This design comes from an exercise in tuning for small area on the open sky130 flow, not from production work. In this exercise RTL edits were held to simulation tests only and were not proved equivalent to the original. No driver is modelled on the clock port, so clocking that relies on it looks cheaper here than on a real chip. Power is estimated from default activity; no workload was simulated.

==> lagoon: inputs <==
==> flow/design.v (excerpt) <==
module word_codec (
    input              clk,
    input              rst,
    input              enc_valid,
    input              enc_dram,
    input              enc_poison,
    input      [127:0] enc_data,
    input      [23:0]  enc_addr,
    input      [17:0]  enc_row,
    output reg         enc_out_valid,
    output reg [15:0]  enc_check,
    input              dec_valid,
    input              dec_dram,
    input      [127:0] dec_data,
    input      [15:0]  dec_check,
    input      [23:0]  dec_addr,
    input      [17:0]  dec_row,
    output reg         dec_out_valid,
    output reg [127:0] dec_out_data,
    output reg [8:0]   dec_out_check,
    output reg [2:0]   dec_class,
    output reg         dec_hash_err,
    output             dec_ce,
    output             dec_ue
);
==> flow/config.mk <==
export PLATFORM = sky130hd
export DESIGN_NAME = word_codec
export DESIGN_NICKNAME = word_codec
export VERILOG_FILES = /design/flow/design.v
export SDC_FILE = /design/flow/constraint.sdc
export NUM_CORES = 4
export LEC_CHECK = 0
export CAP_MARGIN = 20
export CORE_MARGIN = 2
export CORE_UTILIZATION = 40
export SLEW_MARGIN = 20
export BUFFER_PORTS_ARGS = -buffer_cell sky130_fd_sc_hd__buf_1
export CTS_ARGS = -sink_clustering_enable -repair_clock_nets -dont_use_dummy_load -buf_list sky130_fd_sc_hd__clkbuf_8
export POST_CTS_TCL = /design/flow/flow/post_cts.tcl
==> flow/constraint.sdc <==
create_clock -name core_clock -period 10.0 [get_ports {clk}]
set_input_delay 2.0000 -clock core_clock [delete_from_list [all_inputs] [get_ports {clk}]]
set_output_delay 2.0000 -clock core_clock [all_outputs]
set_load 0.01 [all_outputs]
standard.sh (not shown) runs the stock make flow with config.mk's settings and CLKGATE_MAP_FILE= SYNTH_SCRIPT=/design/flow/synth_recipe.tcl, a recipe that flattens the netlist after the stock synthesis.
==> flow/flow/run.sh <==
#!/bin/bash
# Standard synthesis and layout, with:
#  - flow/extra.mk settings: every port still gets a buffer, of the smallest
#    buffer cell; the clock tree is built without dummy loads;
#  - the standard synthesis's combinational cells replaced by a gate-level
#    netlist (flow/mknet.py): the RTL's XOR networks gate for gate, the
#    syndrome decode and corrections as nand/nor/xor cells, and the class
#    logic from flow/cls_net.v; the standard synthesis's flip-flops (names,
#    cells, clock and outputs) are kept;
#  - flow/post_cts.tcl after CTS: smaller clock buffers where slew allows.
set -euo pipefail
cat flow/extra.mk >> config.mk
echo "export POST_CTS_TCL = $PWD/flow/post_cts.tcl" >> config.mk
R=orfs/results/sky130hd/word_codec/base
bash standard.sh synth > standard_synth.log 2>&1
cp $R/1_2_yosys.v standard_1_2_yosys.v
python3 flow/mknet.py design.v standard_1_2_yosys.v flow/cls_net.v $R/1_2_yosys.v > mknet.log 2>&1
rm -f $R/1_synth.odb $R/1_synth.sdc
bash standard.sh > standard.log 2>&1
==> flow/flow/cls_net.v <==
/* Generated by Yosys 0.63+post (git sha1 UNKNOWN-dirty, g++ 11.4.0-1ubuntu1~22.04.3 -fPIC -O3) */

module cls(s, sn, par, npar, da, db, dc, de, c_class);
  input [7:0] s;
  wire [7:0] s;
  input [7:0] sn;
  wire [7:0] sn;
  input par;
  wire par;
  input npar;
  wire npar;
  input [3:0] da;
  wire [3:0] da;
  input [3:0] db;
  wire [3:0] db;
  input [3:0] dc;
  wire [3:0] dc;
  input [3:0] de;
  wire [3:0] de;
  output [2:0] c_class;
  wire [2:0] c_class;
  wire _00_;
  wire _01_;
  wire _02_;
  wire _03_;
  wire _04_;
  wire _05_;
  wire _06_;
  wire _07_;
  wire _08_;
  wire _09_;
  wire _10_;
  wire _11_;
  wire _12_;
  wire _13_;
  wire _14_;
  wire _15_;
  wire _16_;
  wire _17_;
  wire _18_;
  wire _19_;
  wire _20_;
  wire _21_;
  wire _22_;
  wire _23_;
  wire _24_;
  wire _25_;
  wire _26_;
  sky130_fd_sc_hd__nand2_1 _27_ (
    .A(db[0]),
    .B(da[0]),
    .Y(_00_)
  );
  sky130_fd_sc_hd__o21a_1 _28_ (
    .A1(dc[2]),
    .A2(dc[1]),
    .B1(de[0]),
    .X(_01_)
  );
  sky130_fd_sc_hd__o21a_1 _29_ (
    .A1(de[2]),
    .A2(de[1]),
    .B1(dc[0]),
    .X(_02_)
  );
  sky130_fd_sc_hd__nor2_1 _30_ (
    .A(_01_),
    .B(_02_),
    .Y(_03_)
  );
  sky130_fd_sc_hd__o21ai_0 _31_ (
    .A1(da[1]),
    .A2(da[2]),
    .B1(db[0]),
    .Y(_04_)
  );
  sky130_fd_sc_hd__o21ai_0 _32_ (
    .A1(db[1]),
    .A2(db[2]),
    .B1(da[0]),
    .Y(_05_)
  );
  sky130_fd_sc_hd__o211ai_1 _33_ (
    .A1(_01_),
    .A2(_02_),
    .B1(_04_),
    .C1(_05_),
    .Y(_06_)
  );
  sky130_fd_sc_hd__o21a_1 _34_ (
    .A1(dc[2]),
    .A2(dc[1]),
    .B1(de[1]),
    .X(_07_)
  );
  sky130_fd_sc_hd__nor3b_1 _35_ (
    .A(s[2]),
    .B(s[3]),
    .C_N(dc[2]),
    .Y(_08_)
  );
  sky130_fd_sc_hd__o21ai_0 _36_ (
    .A1(dc[1]),
    .A2(_08_),
    .B1(de[2]),
    .Y(_09_)
  );
  sky130_fd_sc_hd__a21oi_1 _37_ (
    .A1(dc[3]),
    .A2(de[0]),
    .B1(_07_),
    .Y(_10_)
  );
  sky130_fd_sc_hd__a32oi_1 _38_ (
    .A1(_06_),
    .A2(_09_),
    .A3(_10_),
    .B1(da[0]),
    .B2(db[0]),
    .Y(_11_)
  );
  sky130_fd_sc_hd__nand2_1 _39_ (
    .A(de[0]),
    .B(dc[0]),
    .Y(_12_)
  );
  sky130_fd_sc_hd__o21ai_0 _40_ (
    .A1(db[1]),
    .A2(db[2]),
    .B1(da[3]),
    .Y(_13_)
  );
  sky130_fd_sc_hd__o31ai_1 _41_ (
    .A1(da[3]),
    .A2(da[1]),
    .A3(da[2]),
    .B1(db[3]),
    .Y(_14_)
  );
  sky130_fd_sc_hd__a21oi_1 _42_ (
    .A1(_13_),
    .A2(_14_),
    .B1(_12_),
    .Y(_15_)
  );
  sky130_fd_sc_hd__a21o_1 _43_ (
    .A1(dc[3]),
    .A2(de[1]),
    .B1(_15_),
    .X(_16_)
  );
  sky130_fd_sc_hd__nor2_1 _44_ (
    .A(_00_),
    .B(_03_),
    .Y(_17_)
  );
  sky130_fd_sc_hd__a21oi_1 _45_ (
    .A1(_04_),
    .A2(_05_),
    .B1(_12_),
    .Y(_18_)
  );
  sky130_fd_sc_hd__o41a_1 _46_ (
    .A1(_11_),
    .A2(_16_),
    .A3(_17_),
    .A4(_18_),
    .B1(par),
    .X(_19_)
  );
  sky130_fd_sc_hd__nor2_1 _47_ (
    .A(_00_),
    .B(_12_),
    .Y(_20_)
  );
  sky130_fd_sc_hd__o211a_1 _48_ (
    .A1(s[2]),
    .A2(s[3]),
    .B1(dc[2]),
    .C1(de[2]),
    .X(_21_)
  );
  sky130_fd_sc_hd__nand2_1 _49_ (
    .A(s[2]),
    .B(s[3]),
    .Y(_22_)
  );
  sky130_fd_sc_hd__a32o_1 _50_ (
    .A1(de[3]),
    .A2(da[3]),
    .A3(db[3]),
    .B1(_22_),
    .B2(de[2]),
    .X(_23_)
  );
  sky130_fd_sc_hd__a21oi_1 _51_ (
    .A1(dc[3]),
    .A2(_23_),
    .B1(_21_),
    .Y(_24_)
  );
  sky130_fd_sc_hd__o21ai_0 _52_ (
    .A1(_19_),
    .A2(_20_),
    .B1(_24_),
    .Y(c_class[2])
  );
  sky130_fd_sc_hd__o21ai_0 _53_ (
    .A1(_00_),
    .A2(_12_),
    .B1(_24_),
    .Y(_25_)
  );
  sky130_fd_sc_hd__o21bai_1 _54_ (
    .A1(par),
    .A2(_25_),
    .B1_N(_19_),
    .Y(c_class[1])
  );
  sky130_fd_sc_hd__nand2_1 _55_ (
    .A(par),
    .B(_24_),
    .Y(_26_)
  );
  sky130_fd_sc_hd__nor3_1 _56_ (
    .A(_11_),
    .B(_16_),
    .C(_26_),
    .Y(c_class[0])
  );
endmodule
==> flow/flow/post_cts.tcl <==
source [file join [file dirname [info script]] clkdown.tcl]
my_clk_downsize 0.115
Other scripts of this flow, unchanged in this note and not shown: flow/flow/clkdown.tcl, flow/flow/cls.v, flow/flow/extra.mk, flow/flow/mknet.py
==> inputs of garnet, as changes to lagoon <==
==> flow/flow/cls_net.v (replaced) <==
/* Generated by Yosys 0.63+post (git sha1 UNKNOWN-dirty, g++ 11.4.0-1ubuntu1~22.04.3 -fPIC -O3) */

module cls(s, sn, par, npar, da, db, dc, de, c_class);
  input [7:0] s;
  wire [7:0] s;
  input [7:0] sn;
  wire [7:0] sn;
  input par;
  wire par;
  input npar;
  wire npar;
  input [3:0] da;
  wire [3:0] da;
  input [3:0] db;
  wire [3:0] db;
  input [3:0] dc;
  wire [3:0] dc;
  input [3:0] de;
  wire [3:0] de;
  output [2:0] c_class;
  wire [2:0] c_class;
  wire _00_;
  wire _01_;
  wire _02_;
  wire _03_;
  wire _04_;
  wire _05_;
  wire _06_;
  wire _07_;
  wire _08_;
  wire _09_;
  wire _10_;
  wire _11_;
  wire _12_;
  wire _13_;
  wire _14_;
  wire _15_;
  wire _16_;
  wire _17_;
  wire _18_;
  wire _19_;
  wire _20_;
  wire _21_;
  wire _22_;
  wire _23_;
  wire _24_;
  wire _25_;
  wire _26_;
  wire _27_;
  wire _28_;
  sky130_fd_sc_hd__nand2_1 _29_ (
    .A(db[0]),
    .B(da[0]),
    .Y(_00_)
  );
  sky130_fd_sc_hd__o21ai_0 _30_ (
    .A1(da[1]),
    .A2(da[2]),
    .B1(db[0]),
    .Y(_01_)
  );
  sky130_fd_sc_hd__o21ai_0 _31_ (
    .A1(db[1]),
    .A2(db[2]),
    .B1(da[0]),
    .Y(_02_)
  );
  sky130_fd_sc_hd__and2_0 _32_ (
    .A(_01_),
    .B(_02_),
    .X(_03_)
  );
  sky130_fd_sc_hd__o21ai_0 _33_ (
    .A1(dc[2]),
    .A2(dc[1]),
    .B1(de[0]),
    .Y(_04_)
  );
  sky130_fd_sc_hd__o21ai_0 _34_ (
    .A1(de[2]),
    .A2(de[1]),
    .B1(dc[0]),
    .Y(_05_)
  );
  sky130_fd_sc_hd__nand2_1 _35_ (
    .A(_04_),
    .B(_05_),
    .Y(_06_)
  );
  sky130_fd_sc_hd__nand2_1 _36_ (
    .A(_03_),
    .B(_06_),
    .Y(_07_)
  );
  sky130_fd_sc_hd__o21ai_0 _37_ (
    .A1(dc[2]),
    .A2(dc[1]),
    .B1(de[1]),
    .Y(_08_)
  );
  sky130_fd_sc_hd__nand2_1 _38_ (
    .A(dc[2]),
    .B(de[2]),
    .Y(_09_)
  );
  sky130_fd_sc_hd__nor2_1 _39_ (
    .A(s[2]),
    .B(s[3]),
    .Y(_10_)
  );
  sky130_fd_sc_hd__nor3_1 _40_ (
    .A(s[2]),
    .B(s[3]),
    .C(_09_),
    .Y(_11_)
  );
  sky130_fd_sc_hd__a221oi_1 _41_ (
    .A1(dc[3]),
    .A2(de[0]),
    .B1(dc[1]),
    .B2(de[2]),
    .C1(_11_),
    .Y(_12_)
  );
  sky130_fd_sc_hd__nand3_1 _42_ (
    .A(_07_),
    .B(_08_),
    .C(_12_),
    .Y(_13_)
  );
  sky130_fd_sc_hd__nand2_1 _43_ (
    .A(de[0]),
    .B(dc[0]),
    .Y(_14_)
  );
  sky130_fd_sc_hd__o21ai_0 _44_ (
    .A1(da[1]),
    .A2(da[2]),
    .B1(db[3]),
    .Y(_15_)
  );
  sky130_fd_sc_hd__o31ai_1 _45_ (
    .A1(db[3]),
    .A2(db[1]),
    .A3(db[2]),
    .B1(da[3]),
    .Y(_16_)
  );
  sky130_fd_sc_hd__a21oi_1 _46_ (
    .A1(_15_),
    .A2(_16_),
    .B1(_14_),
    .Y(_17_)
  );
  sky130_fd_sc_hd__a221o_1 _47_ (
    .A1(dc[3]),
    .A2(de[1]),
    .B1(_00_),
    .B2(_13_),
    .C1(_17_),
    .X(_18_)
  );
  sky130_fd_sc_hd__a21oi_1 _48_ (
    .A1(_04_),
    .A2(_05_),
    .B1(_00_),
    .Y(_19_)
  );
  sky130_fd_sc_hd__nor2_1 _49_ (
    .A(_03_),
    .B(_14_),
    .Y(_20_)
  );
  sky130_fd_sc_hd__o31ai_1 _50_ (
    .A1(_18_),
    .A2(_19_),
    .A3(_20_),
    .B1(par),
    .Y(_21_)
  );
  sky130_fd_sc_hd__o21ai_0 _51_ (
    .A1(_00_),
    .A2(_14_),
    .B1(_21_),
    .Y(_22_)
  );
  sky130_fd_sc_hd__nor2_1 _52_ (
    .A(_09_),
    .B(_10_),
    .Y(_23_)
  );
  sky130_fd_sc_hd__nand2_1 _53_ (
    .A(s[2]),
    .B(s[3]),
    .Y(_24_)
  );
  sky130_fd_sc_hd__a32o_1 _54_ (
    .A1(de[3]),
    .A2(da[3]),
    .A3(db[3]),
    .B1(_24_),
    .B2(de[2]),
    .X(_25_)
  );
  sky130_fd_sc_hd__a21oi_1 _55_ (
    .A1(dc[3]),
    .A2(_25_),
    .B1(_23_),
    .Y(_26_)
  );
  sky130_fd_sc_hd__nand2_1 _56_ (
    .A(_22_),
    .B(_26_),
    .Y(c_class[2])
  );
  sky130_fd_sc_hd__o21ai_0 _57_ (
    .A1(_00_),
    .A2(_14_),
    .B1(_26_),
    .Y(_27_)
  );
  sky130_fd_sc_hd__o21ai_0 _58_ (
    .A1(par),
    .A2(_27_),
    .B1(_21_),
    .Y(c_class[1])
  );
  sky130_fd_sc_hd__nand2_1 _59_ (
    .A(par),
    .B(_26_),
    .Y(_28_)
  );
  sky130_fd_sc_hd__nor2_1 _60_ (
    .A(_18_),
    .B(_28_),
    .Y(c_class[0])
  );
endmodule
==> flow/flow/post_cts.tcl (replaced) <==
source [file join [file dirname [info script]] clkdown.tcl]
my_clk_downsize 0.112
==> inputs of nickel, as changes to lagoon <==
==> flow/flow/cls_net.v (replaced) <==
/* Generated by Yosys 0.63+post (git sha1 UNKNOWN-dirty, g++ 11.4.0-1ubuntu1~22.04.3 -fPIC -O3) */

module cls(s, sn, par, npar, da, db, dc, de, c_class);
  input [7:0] s;
  wire [7:0] s;
  input [7:0] sn;
  wire [7:0] sn;
  input par;
  wire par;
  input npar;
  wire npar;
  input [3:0] da;
  wire [3:0] da;
  input [3:0] db;
  wire [3:0] db;
  input [3:0] dc;
  wire [3:0] dc;
  input [3:0] de;
  wire [3:0] de;
  output [2:0] c_class;
  wire [2:0] c_class;
  wire _00_;
  wire _01_;
  wire _02_;
  wire _03_;
  wire _04_;
  wire _05_;
  wire _06_;
  wire _07_;
  wire _08_;
  wire _09_;
  wire _10_;
  wire _11_;
  wire _12_;
  wire _13_;
  wire _14_;
  wire _15_;
  wire _16_;
  wire _17_;
  wire _18_;
  wire _19_;
  wire _20_;
  wire _21_;
  wire _22_;
  wire _23_;
  wire _24_;
  wire _25_;
  wire _26_;
  wire _27_;
  wire _28_;
  sky130_fd_sc_hd__nand2_1 _29_ (
    .A(db[0]),
    .B(da[0]),
    .Y(_00_)
  );
  sky130_fd_sc_hd__o21ai_0 _30_ (
    .A1(da[1]),
    .A2(da[2]),
    .B1(db[0]),
    .Y(_01_)
  );
  sky130_fd_sc_hd__o21ai_0 _31_ (
    .A1(db[1]),
    .A2(db[2]),
    .B1(da[0]),
    .Y(_02_)
  );
  sky130_fd_sc_hd__and2_0 _32_ (
    .A(_01_),
    .B(_02_),
    .X(_03_)
  );
  sky130_fd_sc_hd__o21ai_0 _33_ (
    .A1(dc[2]),
    .A2(dc[1]),
    .B1(de[0]),
    .Y(_04_)
  );
  sky130_fd_sc_hd__o21ai_0 _34_ (
    .A1(de[2]),
    .A2(de[1]),
    .B1(dc[0]),
    .Y(_05_)
  );
  sky130_fd_sc_hd__nand2_1 _35_ (
    .A(_04_),
    .B(_05_),
    .Y(_06_)
  );
  sky130_fd_sc_hd__nand2_1 _36_ (
    .A(_03_),
    .B(_06_),
    .Y(_07_)
  );
  sky130_fd_sc_hd__o21ai_0 _37_ (
    .A1(dc[2]),
    .A2(dc[1]),
    .B1(de[1]),
    .Y(_08_)
  );
  sky130_fd_sc_hd__nand2_1 _38_ (
    .A(dc[2]),
    .B(de[2]),
    .Y(_09_)
  );
  sky130_fd_sc_hd__nor2_1 _39_ (
    .A(s[2]),
    .B(s[3]),
    .Y(_10_)
  );
  sky130_fd_sc_hd__nor3_1 _40_ (
    .A(s[2]),
    .B(s[3]),
    .C(_09_),
    .Y(_11_)
  );
  sky130_fd_sc_hd__a221oi_1 _41_ (
    .A1(dc[3]),
    .A2(de[0]),
    .B1(dc[1]),
    .B2(de[2]),
    .C1(_11_),
    .Y(_12_)
  );
  sky130_fd_sc_hd__nand3_1 _42_ (
    .A(_07_),
    .B(_08_),
    .C(_12_),
    .Y(_13_)
  );
  sky130_fd_sc_hd__nand2_1 _43_ (
    .A(de[0]),
    .B(dc[0]),
    .Y(_14_)
  );
  sky130_fd_sc_hd__o21ai_0 _44_ (
    .A1(da[1]),
    .A2(da[2]),
    .B1(db[3]),
    .Y(_15_)
  );
  sky130_fd_sc_hd__o31ai_1 _45_ (
    .A1(db[3]),
    .A2(db[1]),
    .A3(db[2]),
    .B1(da[3]),
    .Y(_16_)
  );
  sky130_fd_sc_hd__a21oi_1 _46_ (
    .A1(_15_),
    .A2(_16_),
    .B1(_14_),
    .Y(_17_)
  );
  sky130_fd_sc_hd__a221o_1 _47_ (
    .A1(dc[3]),
    .A2(de[1]),
    .B1(_00_),
    .B2(_13_),
    .C1(_17_),
    .X(_18_)
  );
  sky130_fd_sc_hd__a21oi_1 _48_ (
    .A1(_04_),
    .A2(_05_),
    .B1(_00_),
    .Y(_19_)
  );
  sky130_fd_sc_hd__nor2_1 _49_ (
    .A(_03_),
    .B(_14_),
    .Y(_20_)
  );
  sky130_fd_sc_hd__o31ai_1 _50_ (
    .A1(_18_),
    .A2(_19_),
    .A3(_20_),
    .B1(par),
    .Y(_21_)
  );
  sky130_fd_sc_hd__o21ai_0 _51_ (
    .A1(_00_),
    .A2(_14_),
    .B1(_21_),
    .Y(_22_)
  );
  sky130_fd_sc_hd__nor2_1 _52_ (
    .A(_09_),
    .B(_10_),
    .Y(_23_)
  );
  sky130_fd_sc_hd__nand2_1 _53_ (
    .A(s[2]),
    .B(s[3]),
    .Y(_24_)
  );
  sky130_fd_sc_hd__a32o_1 _54_ (
    .A1(de[3]),
    .A2(da[3]),
    .A3(db[3]),
    .B1(_24_),
    .B2(de[2]),
    .X(_25_)
  );
  sky130_fd_sc_hd__a21oi_1 _55_ (
    .A1(dc[3]),
    .A2(_25_),
    .B1(_23_),
    .Y(_26_)
  );
  sky130_fd_sc_hd__nand2_1 _56_ (
    .A(_22_),
    .B(_26_),
    .Y(c_class[2])
  );
  sky130_fd_sc_hd__o21ai_0 _57_ (
    .A1(_00_),
    .A2(_14_),
    .B1(_26_),
    .Y(_27_)
  );
  sky130_fd_sc_hd__o21ai_0 _58_ (
    .A1(par),
    .A2(_27_),
    .B1(_21_),
    .Y(c_class[1])
  );
  sky130_fd_sc_hd__nand2_1 _59_ (
    .A(par),
    .B(_26_),
    .Y(_28_)
  );
  sky130_fd_sc_hd__nor2_1 _60_ (
    .A(_18_),
    .B(_28_),
    .Y(c_class[0])
  );
endmodule
==> flow/flow/post_cts.tcl (replaced) <==
source [file join [file dirname [info script]] clkdown.tcl]
my_clk_downsize 0.120
==> summary of the runs <==
garnet finished with timing, DRC and antenna clean. nickel finished clean. lagoon completed with no timing, DRC or antenna violations.
In synthesized cell count, lagoon and nickel hardly differ.
In die area, nickel and garnet do not differ.
Against garnet, the wire length of lagoon is lower by about 1.3%.
The highest cell count belongs to nickel, the lowest to lagoon.
Of lagoon and garnet, lagoon has the higher combinational power (gap about 1%, measured against garnet).
Against garnet, the maximum frequency of nickel is larger by 1.5%.

==> re-timing with driven ports <==
How much do the figures lean on ideal ports? The routed layouts below were timed once more, with nothing changed but the port constraints. Step 1 sets driving cells, clkbuf_16 on the clock port and buf_2 on the other inputs (assumed; they add their load-dependent delay and slew). Step 2 adds t to the input delays and takes it off the output delays; t is the mean of the earliest and latest rising clock arrival at the registers after step 1. Input paths then give back, and output paths get back, about the clock's delay inside the block. Slacks: ideal ports / drivers / drivers and shift; pairs: ideal ports / drivers.
run | t, ns | setup slack, ns | worst register clock-pin slew, ns
lagoon | 0.823 | 4.154 / 4.165 / 3.342 | 0.11 / 0.11
garnet | 0.479 | 3.872 / 3.900 / 3.422 | 0.11 / 0.11
nickel | 0.567 | 3.964 / 3.986 / 3.419 | 0.12 / 0.12
After both steps setup and hold are still met in every run listed. For lagoon, which loses most, drivers alone change the setup slack by +0.011 ns; drivers and shift together by -0.812 ns.
